What follows belongs to an exercise in optimizing a design on an open flow for small area and a short achievable clock period; a production flow would make more cautious choices.
At most, simulation tests tie the RTL to the original design; equivalence was not proved.

==> flow/design.v (excerpt) <==
module chk_unit (
    input  wire        clk,
    input  wire        rst,           
    input  wire        wr_cfg,        
    input  wire        wr_init,       
    input  wire        wr_value,      
    input  wire [31:0] wdata,
    input  wire        s_valid,
    input  wire [63:0] s_data,        
    input  wire [2:0]  s_nbm1,        
    input  wire        s_last,        
    input  wire        s_check,       
    output wire [1:0]  code,
    output wire [31:0] value,
    output wire [31:0] result,
    output wire        residue_ok,
    output wire [15:0] fail_cnt,
    output wire [15:0] refused_cnt
);
==> flow/config.mk <==
export PLATFORM = sky130hd
export DESIGN_NAME = chk_unit
export DESIGN_NICKNAME = chk_unit
export VERILOG_FILES = /design/flow/design.v
export SDC_FILE = /design/flow/constraint.sdc
export NUM_CORES = 4
export LEC_CHECK = 0
export CAP_MARGIN = 20
export CORE_MARGIN = 2
export CORE_UTILIZATION = 55
export SETUP_SLACK_MARGIN = 2
export SLEW_MARGIN = 20
export DONT_USE_CELLS = sky130_fd_sc_hd__xor3_1 sky130_fd_sc_hd__xor3_2 sky130_fd_sc_hd__xor3_4 sky130_fd_sc_hd__xnor3_1 sky130_fd_sc_hd__xnor3_2 sky130_fd_sc_hd__xnor3_4
export BUFFER_PORTS_ARGS = -buffer_cell sky130_fd_sc_hd__buf_1
==> flow/constraint.sdc <==
create_clock -name core_clock -period 25.0 [get_ports {clk}]
set_input_delay 5.0000 -clock core_clock [delete_from_list [all_inputs] [get_ports {clk}]]
set_output_delay 5.0000 -clock core_clock [all_outputs]
set_load 0.01 [all_outputs]
standard.sh (not shown) runs the stock make flow with config.mk's settings and CLKGATE_MAP_FILE= SYNTH_SCRIPT=/design/flow/synth_recipe.tcl, a recipe that flattens the netlist after the stock synthesis.
==> flow/flow/run.sh <==
#!/bin/bash
# Standard layout (the standard.sh) with these changes:
#  - no three-input XOR cells (two XOR2 are smaller than one XOR3 here);
#  - ports buffered with the smallest buffer instead of a delay buffer;
#  - the timing repair aims for more setup slack than the design's margin.
set -euo pipefail
cat >> config.mk <<'EOC'
export DONT_USE_CELLS = sky130_fd_sc_hd__xor3_1 sky130_fd_sc_hd__xor3_2 sky130_fd_sc_hd__xor3_4 sky130_fd_sc_hd__xnor3_1 sky130_fd_sc_hd__xnor3_2 sky130_fd_sc_hd__xnor3_4
export BUFFER_PORTS_ARGS = -buffer_cell sky130_fd_sc_hd__buf_1
EOC
bash standard.sh SETUP_SLACK_MARGIN=${MARGIN:-15} finish > standard.log 2>&1
Then changed:
--- a/flow/design.v
+++ b/flow/design.v
@@ -1099,64 +1099,67 @@
     wire t1096 = t277 ^ t1094;
     wire t1097 = t194 ^ t1095;
     wire t1098 = t1096 ^ t371;
     wire t1099 = t1097 ^ t1098;
     wire [31:0] w0 = {t641, t634, t626, t619, t612, t605, t597, t588, t579, t570, t562, t554, t545, t537, t529, t522, t513, t505, t499, t491, t484, t477, t471, t463, t455, t443, t435, t427, t417, t409, t401, t395};
     wire [31:0] w1 = {t917, t910, t901, t893, t885, t878, t869, t860, t849, t843, t834, t827, t822, t816, t806, t797, t788, t778, t771, t762, t754, t746, t738, t728, t720, t712, t701, t691, t681, t669, t661, t650};
     wire [15:0] w2 = {t1033, t1026, t1020, t1013, t1007, t1002, t993, t985, t977, t969, t962, t953, t946, t939, t931, t923};
     wire [7:0] w3 = {t1099, t1093, t1082, t1074, t1064, t1057, t1048, t1041};
-    reg [31:0] crc;
-    always @* begin
-        case (code_q)
-            2'd0:    crc = w0;
-            2'd1:    crc = w1;
-            2'd2:    crc = {16'd0, w2};
-            default: crc = {24'd0, w3};
-        endcase
-    end
-    wire [31:0] beat_value = crc ^ y_tail;
     reg [1:0]  ctl_code;
     reg [31:0] ctl_value;
     always @* begin
         ctl_code  = code_q;
         ctl_value = value_q;
         if (wr_cfg) begin
             ctl_code  = wdata[1:0];
             ctl_value = value_q & width_mask(wdata[1:0]);
         end
         if (wr_init)
             ctl_value = init_value(ctl_code);
         if (wr_value)
             ctl_value = wdata & width_mask(ctl_code);
     end
     wire [1:0]  n_writes = {1'b0, wr_cfg} + {1'b0, wr_init} + {1'b0, wr_value};
     wire [16:0] ref_sum  = {1'b0, refused_q} + {15'd0, n_writes};
-    wire        rok_hi   = code_q[1] |
-                           (value_q[31:16] == (code_q[0] ? 16'hB798 : 16'hDEBB));
-    wire [31:0] res      = residue(code_q);
-    wire        rok_mid  = (code_q == 2'd3) | (value_q[15:8] == res[15:8]);
-    wire        rok      = rok_hi & rok_mid & (value_q[7:0] == res[7:0]);
+    wire        eq0 = (value_q == 32'hDEBB_20E3);
+    wire        eq1 = (value_q == 32'hB798_B438);
+    wire        eq2 = (value_q[15:0] == 16'hF0B8);
+    wire        eq3 = (value_q[7:0] == 8'h00);
+    reg         rok;
+    always @* begin
+        case (code_q)
+            2'd0:    rok = eq0;
+            2'd1:    rok = eq1;
+            2'd2:    rok = eq2;
+            default: rok = eq3;
+        endcase
+    end
     wire [15:0] fail_now = (chk_q && !rok && fail_q != 16'hFFFF) ? fail_q + 16'd1 : fail_q;
+    wire        take  = s_valid & ~rst;
+    wire [3:0]  sel   = {4{take}} & (4'b0001 << code_q);
+    wire [31:0] pick  = ({32{sel[0]}} & w0) | ({32{sel[1]}} & w1) |
+                        {16'd0, {16{sel[2]}} & w2} | {24'd0, {8{sel[3]}} & w3};
+    wire [31:0] early = rst ? 32'd0 : s_valid ? y_tail : ctl_value;
+    wire [31:0] value_d = pick ^ early;
+    always @(posedge clk)
+        value_q <= value_d;
     always @(posedge clk) begin
         if (rst) begin
             code_q    <= 2'd1;
-            value_q   <= 32'd0;
             fail_q    <= 16'd0;
             refused_q <= 16'd0;
             chk_q     <= 1'b0;
         end else begin
             fail_q <= fail_now;
             chk_q  <= s_valid & s_last & s_check;
             if (s_valid) begin
-                value_q   <= beat_value;
                 refused_q <= ref_sum[16] ? 16'hFFFF : ref_sum[15:0];
             end else begin
                 code_q  <= ctl_code;
-                value_q <= ctl_value;
             end
         end
     end
     assign code        = code_q;
     assign value       = value_q;
     assign result      = {~(value_q[31:16] | {16{code_q[1]}}),
                           ~(value_q[15:8] | {8{code_q == 2'd3}}),
                           value_q[7:0] ^ {8{code_q != 2'd3}}};
=>
- sequential share of layout area grows by 0.22 points
- flip-flop and latch count stays the same
- utilization came out higher by 0.24 points
- hold slack got worse by 0.0066 ns
- worst setup slack improved by 0.028 ns
- count of clock-buffer cells in the layout rises by 2
- first-iteration DRC count falls by roughly a tenth
- fmax hardly moves
No functional check of the RTL was part of the second run of this note.

==> separate check: timing with driven ports <==
Ports are ideal in the flow. The routed layouts listed here were re-timed in OpenROAD.
Step 1 assumes that a clkbuf_16 drives the clock port and a buf_2 every other input.
Step 2 times the ports against the registers' clock, not the clock port: input delays grow and output delays shrink by t, the midpoint of the rising clock arrivals with the driver on.
Slacks: no drivers / after step 1 / after step 2; pairs: no drivers / after step 1.
run | t, ns | slack for setup (ns) | hold slack, ns | latest minus earliest clock arrival (ns)
the first run | 0.385 | 14.941 / 14.957 / 14.573 | 0.553 / 0.553 / 0.553 | 0.017 / 0.017
the second run | 0.384 | 14.969 / 14.986 / 14.602 | 0.546 / 0.546 / 0.546 | 0.010 / 0.010
After both steps every run listed still meets setup and hold. For the first run, which loses most, drivers alone change the setup slack by +0.016 ns; drivers and shift together by -0.368 ns.
